From an optimization exercise on the open Yosys and OpenROAD flow, aimed at small area and a short achievable clock period; shortcuts taken in it are not production practice. At most, simulation tests tie the RTL to the original design; equivalence was not proved. Power and IR drop assume default switching activity.

==> onyx <==
==> flow/design.v (excerpt) <==
module le_fpu (
    input  wire        clk,
    input  wire        rst,         
    input  wire        in_valid,
    input  wire [31:0] in_insn,
    input  wire [31:0] in_a,        
    input  wire [31:0] in_b,        
    output reg         out_valid,
    output reg         out_fault,   
    output reg         out_wen,     
    output reg  [4:0]  out_rd,
    output reg  [31:0] out_data
);
    wire [5:0] op   = in_insn[31:26];
    wire [4:0] f_rb = in_insn[15:11];
    wire [4:0] f_rc = in_insn[10:6];
    wire [5:0] func = in_insn[5:0];
    reg legal;
    always @(*) begin
        legal = 1'b0;
        if (op == 6'h04) begin
            case (func)
                6'h00, 6'h01, 6'h02, 6'h07, 6'h08:
                    legal = (f_rc == 5'd0);
                6'h09, 6'h0A, 6'h0B, 6'h0C, 6'h0D, 6'h0E:
                    legal = (f_rb == 5'd0) && (f_rc == 5'd0);
                default:
                    legal = 1'b0;
            endcase
        end
    end
    wire f_add  = (func[5:1] == 5'b00000);              
    wire f_sub  = func[0];
    wire f_mul  = (func == 6'h02);
    wire f_mm   = (func == 6'h07) || (func == 6'h08);
    wire f_min  = (func == 6'h07);
    wire f_abs  = (func == 6'h09);
    wire f_neg  = (func == 6'h0A);
    wire f_cif  = (func == 6'h0B) || (func == 6'h0D);   
    wire f_qif  = func[2];                               
    wire f_cfi  = (func == 6'h0C) || (func == 6'h0E);   
    wire f_qfi  = func[1];                               
    wire f_pass = f_mm | f_abs | f_neg;
    wire        sa = in_a[31];
    wire [7:0]  ea = in_a[30:23];
    wire [22:0] fa = in_a[22:0];
    wire        a_zero = (ea == 8'd0);
    wire        a_emax = (ea == 8'hFF);
    wire        a_fnz  = (fa != 23'd0);
    wire        a_inf  = a_emax & ~a_fnz;
    wire        a_nan  = a_emax & a_fnz;
    wire        sb = in_b[31];
    wire [7:0]  eb = in_b[30:23];
    wire [22:0] fb = in_b[22:0];
    wire        b_zero = (eb == 8'd0);
    wire        b_emax = (eb == 8'hFF);
    wire        b_fnz  = (fb != 23'd0);
    wire        b_inf  = b_emax & ~b_fnz;
    wire        b_nan  = b_emax & b_fnz;
    wire a_ge = (in_a[30:0] >= in_b[30:0]);
    wire a_eq = (in_a[30:0] == in_b[30:0]);
    wire        sb_eff  = sb ^ f_sub;
    wire        eff_sub = sa ^ sb_eff;
    wire [8:0]  d_ab    = {1'b0, ea} - {1'b0, eb};
    wire [8:0]  d_ba    = {1'b0, eb} - {1'b0, ea};
  ...
clock: 16.0 ns
lec_check: 0
cap_margin: 20
core_margin: 2
core_utilization: 45
slew_margin: 20
synth_hierarchical: 1
synth_minimum_keep_size: 0
standard.sh (not shown) runs the stock make flow with config.mk's settings and CLKGATE_MAP_FILE= SYNTH_SCRIPT=/design/flow/synth_recipe.tcl, a recipe that flattens the netlist after the stock synthesis.
==> flow/flow/run.sh <==
#!/bin/bash
set -euo pipefail
export SETUP_SLACK_MARGIN=${SETUP_SLACK_MARGIN:-5}
export BUFFER_PORTS_ARGS="-buffer_cell sky130_fd_sc_hd__buf_2"
bash standard.sh > run.log 2>&1
==> maple: changes against onyx <==
--- a/flow/design.v
+++ b/flow/design.v
@@ -10,44 +10,67 @@
     integer j;
     always @(*)
         for (j = 0; j < 32; j = j + 1)
             lost[j] = big | ({1'b0, sh} >= j + 2);
     assign w   = big ? 33'd0 : t[64:32];
     assign stk = ((x & lost) != 32'd0);
 endmodule
-module le_fpu_lzc (
+module le_fpu_norm (
     input  wire [31:0] x,
+    output wire [31:0] n,
     output wire [4:0]  lz
 );
-    reg [15:0] v1;  reg [15:0] c1;
-    reg [7:0]  v2;  reg [15:0] c2;
-    reg [3:0]  v3;  reg [11:0] c3;
-    reg [1:0]  v4;  reg [7:0]  c4;
-    reg [4:0]  c5;
-    integer i;
-    always @(*) begin
-        for (i = 0; i < 16; i = i + 1) begin
-            v1[i] = x[2*i+1] | x[2*i];
-            c1[i] = ~x[2*i+1];
-        end
-        for (i = 0; i < 8; i = i + 1) begin
-            v2[i] = v1[2*i+1] | v1[2*i];
-            c2[2*i +: 2] = v1[2*i+1] ? {1'b0, c1[2*i+1]} : {1'b1, c1[2*i]};
-        end
-        for (i = 0; i < 4; i = i + 1) begin
-            v3[i] = v2[2*i+1] | v2[2*i];
-            c3[3*i +: 3] = v2[2*i+1] ? {1'b0, c2[4*i+2 +: 2]} : {1'b1, c2[4*i +: 2]};
-        end
-        for (i = 0; i < 2; i = i + 1) begin
-            v4[i] = v3[2*i+1] | v3[2*i];
-            c4[4*i +: 4] = v3[2*i+1] ? {1'b0, c3[6*i+3 +: 3]} : {1'b1, c3[6*i +: 3]};
-        end
-        c5 = v4[1] ? {1'b0, c4[7:4]} : {1'b1, c4[3:0]};
-    end
-    assign lz = c5;
+    wire        z4 = (x[31:16] == 16'd0);
+    wire [31:0] n4 = z4 ? {x[15:0], 16'd0} : x;
+    wire        z3 = (n4[31:24] == 8'd0);
+    wire [31:0] n3 = z3 ? {n4[23:0], 8'd0} : n4;
+    wire        z2 = (n3[31:28] == 4'd0);
+    wire [31:0] n2 = z2 ? {n3[27:0], 4'd0} : n3;
+    wire        z1 = (n2[31:30] == 2'd0);
+    wire [31:0] n1 = z1 ? {n2[29:0], 2'd0} : n2;
+    wire        z0 = ~n1[31];
+    assign n  = z0 ? {n1[30:0], 1'b0} : n1;
+    assign lz = {z4, z3, z2, z1, z0};
+endmodule
+module le_fpu_add8 (
+    input  wire [7:0] x,
+    input  wire [7:0] y,
+    input  wire        cin,
+    output wire [7:0] s,
+    output wire        cout
+);
+    wire [7:0] p0 = x ^ y;
+    wire [7:0] g0 = x & y;
+    wire gc0 = g0[0] | (p0[0] & cin);
+    wire g1_1;
+    le_fpu_gc u_g1_1 (.gh(g0[1]), .ph(p0[1]), .gl(gc0), .g(g1_1));
+    wire g1_3, p1_3;
+    le_fpu_pc u_g1_3 (.gh(g0[3]), .ph(p0[3]), .gl(g0[2]), .pl(p0[2]), .g(g1_3), .p(p1_3));
+    wire g1_5, p1_5;
+    le_fpu_pc u_g1_5 (.gh(g0[5]), .ph(p0[5]), .gl(g0[4]), .pl(p0[4]), .g(g1_5), .p(p1_5));
+    wire g1_7, p1_7;
+    le_fpu_pc u_g1_7 (.gh(g0[7]), .ph(p0[7]), .gl(g0[6]), .pl(p0[6]), .g(g1_7), .p(p1_7));
+    wire g2_2;
+    le_fpu_gc u_g2_2 (.gh(g0[2]), .ph(p0[2]), .gl(g1_1), .g(g2_2));
+    wire g2_3;
+    le_fpu_gc u_g2_3 (.gh(g1_3), .ph(p1_3), .gl(g1_1), .g(g2_3));
+    wire g2_6, p2_6;
+    le_fpu_pc u_g2_6 (.gh(g0[6]), .ph(p0[6]), .gl(g1_5), .pl(p1_5), .g(g2_6), .p(p2_6));
+    wire g2_7, p2_7;
+    le_fpu_pc u_g2_7 (.gh(g1_7), .ph(p1_7), .gl(g1_5), .pl(p1_5), .g(g2_7), .p(p2_7));
+    wire g3_4;
+    le_fpu_gc u_g3_4 (.gh(g0[4]), .ph(p0[4]), .gl(g2_3), .g(g3_4));
+    wire g3_5;
+    le_fpu_gc u_g3_5 (.gh(g1_5), .ph(p1_5), .gl(g2_3), .g(g3_5));
+    wire g3_6;
+    le_fpu_gc u_g3_6 (.gh(g2_6), .ph(p2_6), .gl(g2_3), .g(g3_6));
+    wire g3_7;
+    le_fpu_gc u_g3_7 (.gh(g2_7), .ph(p2_7), .gl(g2_3), .g(g3_7));
+    assign s = p0 ^ {g3_6, g3_5, g3_4, g2_3, g2_2, g1_1, gc0, cin};
+    assign cout = g3_7;
 endmodule
 module le_fpu_add32 (
     input  wire [31:0] x,
     input  wire [31:0] y,
     input  wire        cin,
     output wire [31:0] s,
     output wire        cout
@@ -1768,40 +1791,47 @@
     wire        b_fnz  = (fb != 23'd0);
     wire        b_inf  = b_emax & ~b_fnz;
     wire        b_nan  = b_emax & b_fnz;
     wire a_ge = (in_a[30:0] >= in_b[30:0]);
     wire a_eq = (in_a[30:0] == in_b[30:0]);
     wire        sb_eff  = sb ^ f_sub;
     wire        eff_sub = sa ^ sb_eff;
-    wire [8:0]  d_ab    = {1'b0, ea} - {1'b0, eb};
-    wire [8:0]  d_ba    = {1'b0, eb} - {1'b0, ea};
+    wire        sel_a   = ~f_add | ~a_ge;
+    wire        z_sel   = sel_a ? a_zero : b_zero;
+    wire [22:0] f_sel   = sel_a ? fa : fb;
+    wire [31:0] s_in    = f_cif ? in_a : {1'b0, ~z_sel, f_sel & {23{~z_sel}}, 7'd0};
+    wire [7:0]  d_ab, d_ba;
+    wire        e_ge, e_le;                          
+    le_fpu_add8 u_d_ab (
+        .x   (ea),
+        .y   (~eb),
+        .cin (1'b1),
+        .s   (d_ab),
+        .cout(e_ge)
+    );
+    le_fpu_add8 u_d_ba (
+        .x   (eb),
+        .y   (~ea),
+        .cin (1'b1),
+        .s   (d_ba),
+        .cout(e_le)
+    );
+    wire [7:0]  d_exp   = e_ge ? d_ab : d_ba;
     wire [8:0]  t_cvt   = (f_qfi ? 9'd126 : 9'd157) - {1'b0, ea};
     wire        cvt_sat = t_cvt[8];                      
-    wire [7:0]  sh_a    = f_add ? d_ba[7:0] : (f_cif ? 8'd0 : t_cvt[7:0]);
-    wire [31:0] xa_in   = f_cif ? in_a : {1'b0, ~a_zero, fa & {23{~a_zero}}, 7'd0};
-    wire [31:0] xb_in   = {1'b0, ~b_zero, fb & {23{~b_zero}}, 7'd0};
-    wire [32:0] wa, wb;
-    wire        stka, stkb;
-    le_fpu_rshift u_rshift_a (
-        .x  (xa_in),
-        .sh (sh_a[4:0]),
-        .big(sh_a[7:5] != 3'd0),
-        .w  (wa),
-        .stk(stka)
-    );
-    le_fpu_rshift u_rshift_b (
-        .x  (xb_in),
-        .sh (d_ab[4:0]),
-        .big(d_ab[7:5] != 3'd0),
-        .w  (wb),
-        .stk(stkb)
+    wire [7:0]  sh_full = f_add ? d_exp : (f_cif ? 8'd0 : t_cvt[7:0]);
+    wire [32:0] w;
+    wire        stk;
+    le_fpu_rshift u_rshift (
+        .x  (s_in),
+        .sh (sh_full[4:0]),
+        .big(sh_full[7:5] != 3'd0),
+        .w  (w),
+        .stk(stk)
     );
-    wire        sel_a = ~f_add | ~a_ge;
-    wire [32:0] w     = sel_a ? wa : wb;
-    wire        stk   = sel_a ? stka : stkb;
     wire [31:0] x_add  = f_add ? {1'b0, 1'b1, (a_ge ? fa : fb), 7'd0} : 32'd0;
     wire [31:0] y_add  = {w[32:2], w[1] | (f_add & (w[0] | stk))};
     wire        inv    = f_add ? eff_sub : sa;
     wire        cin    = inv;
     wire        cfi_up  = w[0] & (stk | w[1]);
     wire [31:0] cfi_val = w[32:1] ^ {32{sa}};
     wire        cfi_inc = sa ^ cfi_up;
@@ -1810,19 +1840,14 @@
     le_fpu_add32 u_add (
         .x   (x_add),
         .y   (y_add ^ {32{inv}}),
         .cin (cin),
         .s   (sum),
         .cout(add_co)
     );
-    wire [4:0]  sum_lz;
-    le_fpu_lzc u_lzc (
-        .x (sum),
-        .lz(sum_lz)
-    );
     wire [47:0] mul_s, mul_c;
     le_fpu_mul u_mul (
         .a({1'b1, fa}),
         .b({1'b1, fb}),
         .s(mul_s),
         .c(mul_c)
     );
@@ -1902,15 +1927,14 @@
                 c_sat = 1'b1;
         end
     end
     reg        r_rnd, r_sign, r_nan, r_inf, r_zero, r_sat, r_cfi, r_inc, r_mul;
     reg [9:0]  r_exp;
     reg [31:0] r_val;
     reg [25:0] r_mc;                     
-    reg [4:0]  r_lz;
     reg        r_valid, r_fault, r_wen;
     reg [4:0]  r_rd;
     always @(posedge clk) begin
         if (rst)
             r_valid <= 1'b0;
         else
             r_valid <= in_valid;
@@ -1927,56 +1951,52 @@
         r_sat   <= c_sat;
         r_cfi   <= c_cfi;
         r_inc   <= c_inc;
         r_mul   <= c_mul;
         r_exp   <= c_exp;
         r_val   <= c_val;
         r_mc    <= mul_c[47:22];
-        r_lz    <= sum_lz;
     end
-    wire [31:0] nz   = r_val << r_lz;
-    wire [4:0]  lz_n = r_lz;
+    wire [31:0] nz;
+    wire [4:0]  lz_n;
+    le_fpu_norm u_norm (
+        .x (r_val),
+        .n (nz),
+        .lz(lz_n)
+    );
     wire [25:0] mp;
     wire        mp_co;
     le_fpu_add26 u_mul_hi (
         .x   (r_val[31:6]),
         .y   (r_mc),
         .cin (r_val[5]),
         .s   (mp),
         .cout(mp_co)
     );
     wire [31:0] nm   = mp[25] ? {mp, r_val[4], 5'd0} : {mp[24:0], r_val[4], 6'd0};
     wire [31:0] nn   = r_mul ? nm : nz;
+    wire [4:0]  lz   = r_mul ? {4'd0, ~mp[25]} : lz_n;
     wire        g_n  = nn[7];
     wire        s_n  = (nn[6:0] != 7'd0);
     wire        up   = g_n & (s_n | nn[8]);
     wire [24:0] m_r  = {1'b0, nn[31:8]} + {24'd0, up};
     wire        cy   = m_r[24];                  
-    wire [7:0]  ef0 = r_exp[7:0] - {3'd0, lz_n};
-    wire [7:0]  ef1 = r_exp[7:0] - {3'd0, lz_n} + 8'd1;
-    wire [7:0]  em0 = r_exp[7:0] - 8'd1;
-    wire [7:0]  em1 = r_exp[7:0];
-    wire [7:0]  em2 = r_exp[7:0] + 8'd1;
-    wire [7:0]  e_out = r_mul ? (mp[25] ? (cy ? em2 : em1) : (cy ? em1 : em0))
-                              : (cy ? ef1 : ef0);
+    wire signed [9:0] e0 = $signed(r_exp) - $signed({5'd0, lz});
+    wire [7:0]  e_out = cy ? (e0[7:0] + 8'd1) : e0[7:0];
     wire        ex_ge255 = ($signed(r_exp) >= 10'sd255);
     wire        ex_ge256 = ($signed(r_exp) >= 10'sd256);
     wire        ex_eq254 = (r_exp == 10'd254);
     wire        ex_eq255 = (r_exp == 10'd255);
     wire        top1 = r_mul ? mp[25] : r_val[31];
     wire        top2 = r_mul | r_val[30];
     wire        ovf = top1 ? (ex_ge255 | (cy & ex_eq254))
                     : (top2 & (ex_ge256 | (cy & ex_eq255)));
     wire        ex_neg = r_exp[9];
     wire        ex_big = ~r_exp[9] & (r_exp[8:5] != 4'd0);
-    wire        ex_le0 = ex_neg | (r_exp == 10'd0);
-    wire        ex_le1 = ex_le0 | (r_exp == 10'd1);
-    wire        unf_f  = ex_neg | (~ex_big & (cy ? (r_exp[4:0] < lz_n) : (r_exp[4:0] <= lz_n)));
-    wire        unf_m  = mp[25] ? (cy ? ex_neg : ex_le0) : (cy ? ex_le0 : ex_le1);
-    wire        unf    = r_mul ? unf_m : unf_f;
+    wire        unf = ex_neg | (~ex_big & (cy ? (r_exp[4:0] < lz) : (r_exp[4:0] <= lz)));
     wire        val_zero = (r_val == 32'd0);
     wire [31:0] cfi_r = r_val + {31'd0, r_inc};
     always @(*) begin
         out_valid = r_valid;
         out_fault = r_fault;
         out_wen   = r_wen;
         out_rd    = r_rd;
==> flow/flow/run.sh (replaced) <==
#!/bin/bash
set -euo pipefail
export SETUP_SLACK_MARGIN=${SETUP_SLACK_MARGIN:-6}
export BUFFER_PORTS_ARGS="-buffer_cell sky130_fd_sc_hd__buf_2"
bash standard.sh > run.log 2>&1
==> nickel: changes against onyx <==
--- a/flow/design.v
+++ b/flow/design.v
@@ -41,14 +41,51 @@
             v4[i] = v3[2*i+1] | v3[2*i];
             c4[4*i +: 4] = v3[2*i+1] ? {1'b0, c3[6*i+3 +: 3]} : {1'b1, c3[6*i +: 3]};
         end
         c5 = v4[1] ? {1'b0, c4[7:4]} : {1'b1, c4[3:0]};
     end
     assign lz = c5;
 endmodule
+module le_fpu_add8 (
+    input  wire [7:0] x,
+    input  wire [7:0] y,
+    input  wire        cin,
+    output wire [7:0] s,
+    output wire        cout
+);
+    wire [7:0] p0 = x ^ y;
+    wire [7:0] g0 = x & y;
+    wire gc0 = g0[0] | (p0[0] & cin);
+    wire g1_1;
+    le_fpu_gc u_g1_1 (.gh(g0[1]), .ph(p0[1]), .gl(gc0), .g(g1_1));
+    wire g1_3, p1_3;
+    le_fpu_pc u_g1_3 (.gh(g0[3]), .ph(p0[3]), .gl(g0[2]), .pl(p0[2]), .g(g1_3), .p(p1_3));
+    wire g1_5, p1_5;
+    le_fpu_pc u_g1_5 (.gh(g0[5]), .ph(p0[5]), .gl(g0[4]), .pl(p0[4]), .g(g1_5), .p(p1_5));
+    wire g1_7, p1_7;
+    le_fpu_pc u_g1_7 (.gh(g0[7]), .ph(p0[7]), .gl(g0[6]), .pl(p0[6]), .g(g1_7), .p(p1_7));
+    wire g2_2;
+    le_fpu_gc u_g2_2 (.gh(g0[2]), .ph(p0[2]), .gl(g1_1), .g(g2_2));
+    wire g2_3;
+    le_fpu_gc u_g2_3 (.gh(g1_3), .ph(p1_3), .gl(g1_1), .g(g2_3));
+    wire g2_6, p2_6;
+    le_fpu_pc u_g2_6 (.gh(g0[6]), .ph(p0[6]), .gl(g1_5), .pl(p1_5), .g(g2_6), .p(p2_6));
+    wire g2_7, p2_7;
+    le_fpu_pc u_g2_7 (.gh(g1_7), .ph(p1_7), .gl(g1_5), .pl(p1_5), .g(g2_7), .p(p2_7));
+    wire g3_4;
+    le_fpu_gc u_g3_4 (.gh(g0[4]), .ph(p0[4]), .gl(g2_3), .g(g3_4));
+    wire g3_5;
+    le_fpu_gc u_g3_5 (.gh(g1_5), .ph(p1_5), .gl(g2_3), .g(g3_5));
+    wire g3_6;
+    le_fpu_gc u_g3_6 (.gh(g2_6), .ph(p2_6), .gl(g2_3), .g(g3_6));
+    wire g3_7;
+    le_fpu_gc u_g3_7 (.gh(g2_7), .ph(p2_7), .gl(g2_3), .g(g3_7));
+    assign s = p0 ^ {g3_6, g3_5, g3_4, g2_3, g2_2, g1_1, gc0, cin};
+    assign cout = g3_7;
+endmodule
 module le_fpu_add32 (
     input  wire [31:0] x,
     input  wire [31:0] y,
     input  wire        cin,
     output wire [31:0] s,
     output wire        cout
 );
@@ -1768,19 +1805,33 @@
     wire        b_fnz  = (fb != 23'd0);
     wire        b_inf  = b_emax & ~b_fnz;
     wire        b_nan  = b_emax & b_fnz;
     wire a_ge = (in_a[30:0] >= in_b[30:0]);
     wire a_eq = (in_a[30:0] == in_b[30:0]);
     wire        sb_eff  = sb ^ f_sub;
     wire        eff_sub = sa ^ sb_eff;
-    wire [8:0]  d_ab    = {1'b0, ea} - {1'b0, eb};
-    wire [8:0]  d_ba    = {1'b0, eb} - {1'b0, ea};
+    wire [7:0]  d_ab, d_ba;
+    wire        d_ab_co, d_ba_co;
+    le_fpu_add8 u_d_ab (
+        .x   (ea),
+        .y   (~eb),
+        .cin (1'b1),
+        .s   (d_ab),
+        .cout(d_ab_co)
+    );
+    le_fpu_add8 u_d_ba (
+        .x   (eb),
+        .y   (~ea),
+        .cin (1'b1),
+        .s   (d_ba),
+        .cout(d_ba_co)
+    );
     wire [8:0]  t_cvt   = (f_qfi ? 9'd126 : 9'd157) - {1'b0, ea};
     wire        cvt_sat = t_cvt[8];                      
-    wire [7:0]  sh_a    = f_add ? d_ba[7:0] : (f_cif ? 8'd0 : t_cvt[7:0]);
+    wire [7:0]  sh_a    = f_add ? d_ba : (f_cif ? 8'd0 : t_cvt[7:0]);
     wire [31:0] xa_in   = f_cif ? in_a : {1'b0, ~a_zero, fa & {23{~a_zero}}, 7'd0};
     wire [31:0] xb_in   = {1'b0, ~b_zero, fb & {23{~b_zero}}, 7'd0};
     wire [32:0] wa, wb;
     wire        stka, stkb;
     le_fpu_rshift u_rshift_a (
         .x  (xa_in),
         .sh (sh_a[4:0]),
==> flow/flow/run.sh (replaced) <==
#!/bin/bash
set -euo pipefail
export SETUP_SLACK_MARGIN=${SETUP_SLACK_MARGIN:-6}
export BUFFER_PORTS_ARGS="-buffer_cell sky130_fd_sc_hd__buf_2"
bash standard.sh > run.log 2>&1
==> comparison <==
The highest final cell count belongs to onyx, the lowest to maple.
Power, lowest first: maple, onyx, nickel.
Of maple and onyx, onyx has the higher sequential power (gap about 4%, measured against onyx).
maple passed the timing, DRC and antenna checks. onyx went through all stages and came out clean. nickel produced a clean layout.
Against onyx, the first-iteration DRC count of maple is smaller by about 9%.
Against onyx, the flip-flop and latch count of maple is lower by 5.
Synthesized cell count, highest first: onyx, nickel, maple.
Only the layout flow was run in onyx and nickel; the RTL was not checked for function there.

[afterwards: timing with drivers on the ports]
Ports are ideal in the flow. The routed layouts listed here were re-timed in OpenROAD.
Step 1, drivers: a clkbuf_16 drives clk and a buf_2 each remaining input, both assumed.
Step 2 adds t to the input delays and takes it off the output delays; t is the mean of the earliest and latest rising clock arrival at the registers after step 1. Input paths then give back, and output paths get back, about the clock's delay inside the block.
a / b / c = ideal ports / drivers / drivers and shift; a / b = the first two.
| run | t, ns | setup WS [ns] | worst setup path after step 2 |
|---|---|---|---|
| onyx | 0.400 | 5.418 / 5.444 / 5.044 | input to register |
| maple | 0.387 | 6.175 / 6.140 / 5.753 | input to register |
| nickel | 0.421 | 5.983 / 6.008 / 5.587 | input to register |
After both steps setup and hold are still met in every run listed. For maple, which loses most, drivers alone change the setup slack by -0.035 ns; drivers and shift together by -0.422 ns.
